This is an optimization exercise on Yosys and OpenROAD, whose aim is small area, not a production implementation. In this exercise RTL edits were held to simulation tests only and were not proved equivalent to the original.

// row_pwm
module row_pwm (
    input  wire        clk,
    input  wire        rst,
    input  wire        tick,         
    input  wire        row_a,        
    input  wire [16:0] cfg_period,   
    input  wire        gstart,       
    input  wire        wr_duty,
    input  wire        wr_phase,
    input  wire [2:0]  wr_ch,
    input  wire [16:0] wr_data,      
    output reg  [7:0]  out,
    output reg  [16:0] cnt,
    output reg         wrap
);
==> module row_pwm, before the edit <==
module row_pwm (
    input  wire        clk,
    input  wire        rst,
    input  wire        tick,         
    input  wire        row_a,        
    input  wire [16:0] cfg_period,   
    input  wire        gstart,       
    input  wire        wr_duty,
    input  wire        wr_phase,
    input  wire [2:0]  wr_ch,
    input  wire [16:0] wr_data,      
    output reg  [7:0]  out,
    output reg  [16:0] cnt,
    output reg         wrap
);
    function [17:0] add17;           
        input [16:0] a, b;
        input        ci;
        integer k;
        reg c;
        begin
            c = ci;
            for (k = 0; k < 17; k = k + 1) begin
                add17[k] = a[k] ^ b[k] ^ c;
                c = (a[k] & b[k]) | (a[k] & c) | (b[k] & c);
            end
            add17[17] = c;
        end
    endfunction
    function [16:0] inc17;           
        input [16:0] a;
        integer k;
        reg c;
        begin
            c = 1'b1;
            for (k = 0; k < 17; k = k + 1) begin
                inc17[k] = a[k] ^ c;
                c = a[k] & c;
            end
        end
    endfunction
    function [16:0] dec17;           
        input [16:0] a;
        integer k;
        reg b;
        begin
            b = 1'b1;
            for (k = 0; k < 17; k = k + 1) begin
                dec17[k] = a[k] ^ b;
                b = ~a[k] & b;
            end
        end
    endfunction
    function lt17;                   
        input [16:0] a, b;
        integer k;
        reg c;
        begin
            c = 1'b0;
            for (k = 0; k < 17; k = k + 1)
                c = (~a[k] & b[k]) | (~(a[k] ^ b[k]) & c);
            lt17 = c;
        end
    endfunction
    reg  [16:0] per;
    wire [16:0] pmin    = row_a ? 17'd2500 : 17'd500;
    wire [16:0] cfg_cl  = lt17(cfg_period, pmin) ? pmin :
                          lt17(17'd100000, cfg_period) ? 17'd100000 : cfg_period;
    wire [16:0] cnt_inc = inc17(cnt);
    wire        at_end  = (cnt_inc == per);
    wire        do_wrap = gstart || (tick && at_end);
    wire [16:0] per_nx  = do_wrap ? cfg_cl : per;
    reg  [8:0]  gap;
    reg  [7:0]  frac;
    reg  [7:0]  m;
    wire        gap1    = (gap == 9'd1);
    wire        hit     = tick && !do_wrap && gap1;
    wire [17:0] fsum    = add17({9'd0, frac}, {9'd0, per[7:0]}, 1'b0);
    wire [17:0] gnext   = add17({8'd0, per[16:8]}, 17'd0, fsum[8]);
    wire [16:0] gdec    = dec17({8'd0, gap});
    wire [16:0] minc    = inc17({9'd0, m});
    always @(posedge clk) begin
        if (do_wrap) begin
            m    <= 8'd1;
            gap  <= per_nx[16:8];
            frac <= per_nx[7:0];
        end else if (tick) begin
            if (gap1) begin
                m    <= minc[7:0];
                gap  <= gnext[8:0];
                frac <= fsum[7:0];
            end else begin
                gap  <= gdec[8:0];
            end
        end
    end
    always @(posedge clk) begin
        if (rst) begin
            cnt  <= 17'd0;
            per  <= 17'd5000;
            wrap <= 1'b0;
        end else begin
            cnt  <= do_wrap ? 17'd0 : (tick ? cnt_inc : cnt);
            per  <= per_nx;
            wrap <= do_wrap;
        end
    end
    reg  [16:0] duty_w  [0:7];
    reg  [7:0]  phase_w [0:7];
    reg  [16:0] duty_a  [0:7];
    reg  [7:0]  phase_a [0:7];
    reg  [16:0] rem     [0:7];   
    reg  [16:0] mq      [0:7];   
    reg  [16:0] mp      [0:7];   
    reg         ra      [0:7];   
    reg         hc      [0:7];   
    integer i;
    reg  [16:0] dn, tminv, kend;
    reg         st, q, step, fin, lo, hi;
    reg  [17:0] sum;
    always @(posedge clk) begin
        begin
            for (i = 0; i < 8; i = i + 1) begin
                if (do_wrap) begin
                    duty_a[i]  <= duty_w[i];
                    phase_a[i] <= phase_w[i];
                end
                dn    = do_wrap ? duty_w[i] : duty_a[i];
                st    = do_wrap ? (phase_w[i] == 8'd0) : (hit && phase_a[i] == m);
                q     = mq[i][0];
                step  = (mq[i][16:1] != 16'd0);
                fin   = (mq[i] == 17'd1);
                sum   = add17(rem[i], step ? (q ? mp[i] : 17'd0) :
                                      fin ? ~mp[i] : 17'h1ffff, 1'b0);
                tminv = ra[i] ? 17'd100 : 17'd20;
                lo    = (rem[i][16:7] == 10'd0) && (rem[i][6:0] < tminv[6:0]);
                hi    = (sum[16:7] == 10'h3ff) && (~sum[6:0] < tminv[6:0]);
                kend  = hc[i] ? (ra[i] ? 17'd118 : 17'd38) : 17'd18;
                if (dn == 17'd0) begin
                    rem[i] <= 17'd18;
                    hc[i]  <= 1'b0;
                    mq[i]  <= 17'd0;
                    out[i] <= 1'b0;
                end else if (dn[16]) begin
                    rem[i] <= 17'd18;
                    hc[i]  <= 1'b0;
                    mq[i]  <= 17'd0;
                    out[i] <= 1'b1;
                end else if (st) begin
                    rem[i] <= 17'd0;
                    mq[i]  <= {1'b1, dn[15:0]};
                    mp[i]  <= per_nx;
                    ra[i]  <= row_a;
                    out[i] <= 1'b1;
                end else if (tick) begin
                    if (step) begin
                        rem[i] <= sum[17:1];
                        mq[i]  <= mq[i] >> 1;
                    end else if (fin) begin
                        hc[i] <= hi && !lo;
                        if (lo)
                            rem[i] <= tminv;
                        else if (hi)
                            rem[i] <= mp[i];
                        mq[i] <= 17'd0;
                    end else if (rem[i] != kend) begin
                        rem[i] <= sum[16:0];
                    end else begin
                        out[i] <= 1'b0;
                    end
                end
            end
            if (wr_duty)
                duty_w[wr_ch] <= wr_data;
            if (wr_phase)
                phase_w[wr_ch] <= wr_data[7:0];
        end
        if (rst) begin
            out <= 8'd0;
            for (i = 0; i < 8; i = i + 1) begin
                duty_w[i]  <= 17'd0;
                duty_a[i]  <= 17'd0;
                phase_w[i] <= 8'd32 * i[7:0];
            end
        end
    end
endmodule
make LEC_CHECK=0 CAP_MARGIN=20 CORE_MARGIN=2 CORE_UTILIZATION=25 PLACE_DENSITY=0.45 SLEW_MARGIN=20 finish   # period 20.0 ns
run.sh (not shown) runs the stock make flow with config.mk's settings and CLKGATE_MAP_FILE= SYNTH_SCRIPT=/design/flow/synth_recipe.tcl, a recipe that flattens the netlist after the stock synthesis.
==> next run, changes <==
--- a/flow/design.v
+++ b/flow/design.v
@@ -79,9 +79,13 @@
     wire [17:0] gnext   = add17({8'd0, per[16:8]}, 17'd0, fsum[8]);
     wire [16:0] gdec    = dec17({8'd0, gap});
     wire [16:0] minc    = inc17({9'd0, m});
     always @(posedge clk) begin
-        if (do_wrap) begin
+        if (rst) begin
+            m    <= 8'd1;
+            gap  <= 9'd19;           
+            frac <= 8'd136;          
+        end else if (do_wrap) begin
             m    <= 8'd1;
             gap  <= per_nx[16:8];
             frac <= per_nx[7:0];
         end else if (tick) begin
@@ -118,9 +122,20 @@
     reg  [16:0] dn, tminv, kend;
     reg         st, q, step, fin, lo, hi;
     reg  [17:0] sum;
     always @(posedge clk) begin
-        begin
+        if (rst) begin
+            out <= 8'd0;
+            for (i = 0; i < 8; i = i + 1) begin
+                duty_w[i]  <= 17'd0;
+                duty_a[i]  <= 17'd0;
+                phase_w[i] <= 8'd32 * i[7:0];
+                phase_a[i] <= 8'd32 * i[7:0];
+                rem[i]     <= 17'd18;
+                mq[i]      <= 17'd0;
+                hc[i]      <= 1'b0;
+            end
+        end else begin
             for (i = 0; i < 8; i = i + 1) begin
                 if (do_wrap) begin
                     duty_a[i]  <= duty_w[i];
                     phase_a[i] <= phase_w[i];
@@ -147,8 +162,9 @@
                     mq[i]  <= 17'd0;
                     out[i] <= 1'b1;
                 end else if (st) begin
                     rem[i] <= 17'd0;
+                    hc[i]  <= 1'b0;
                     mq[i]  <= {1'b1, dn[15:0]};
                     mp[i]  <= per_nx;
                     ra[i]  <= row_a;
                     out[i] <= 1'b1;
@@ -156,13 +172,14 @@
                     if (step) begin
                         rem[i] <= sum[17:1];
                         mq[i]  <= mq[i] >> 1;
                     end else if (fin) begin
-                        hc[i] <= hi && !lo;
                         if (lo)
                             rem[i] <= tminv;
-                        else if (hi)
+                        else if (hi) begin
                             rem[i] <= mp[i];
+                            hc[i]  <= 1'b1;
+                        end
                         mq[i] <= 17'd0;
                     end else if (rem[i] != kend) begin
                         rem[i] <= sum[16:0];
                     end else begin
@@ -174,14 +191,6 @@
                 duty_w[wr_ch] <= wr_data;
             if (wr_phase)
                 phase_w[wr_ch] <= wr_data[7:0];
         end
-        if (rst) begin
-            out <= 8'd0;
-            for (i = 0; i < 8; i = i + 1) begin
-                duty_w[i]  <= 17'd0;
-                duty_a[i]  <= 17'd0;
-                phase_w[i] <= 8'd32 * i[7:0];
-            end
-        end
     end
 endmodule
Effect: Hold slack gains 3.7 ps; final area rose by 2.7%; sequential share of layout area rose by 1.2 points; die area rose by 3.1%; worst setup slack gains 94 ps; fmax rose by 0.89%.

-- separate check: timing with driven ports --
No port has a modelled driver above. Below, the same layouts with a new extraction and two added sets of constraints.
Step 1 assumes that a clkbuf_16 drives the clock port and a buf_2 every other input.
Step 2 adds t to the input delays and takes it off the output delays; t is the mean of the earliest and latest rising clock arrival at the registers after step 1. Input paths then give back, and output paths get back, about the clock's delay inside the block.
Three values: ideal ports, drivers, drivers and shift; two values: the first two.
run	t (ns)	slack for setup (ns)	pins driven straight from the clock port
the first run	0.778	9.367 / 9.367 / 9.367	1
the second run	0.795	9.461 / 9.461 / 9.461	1
After both steps setup and hold are still met in every run listed.
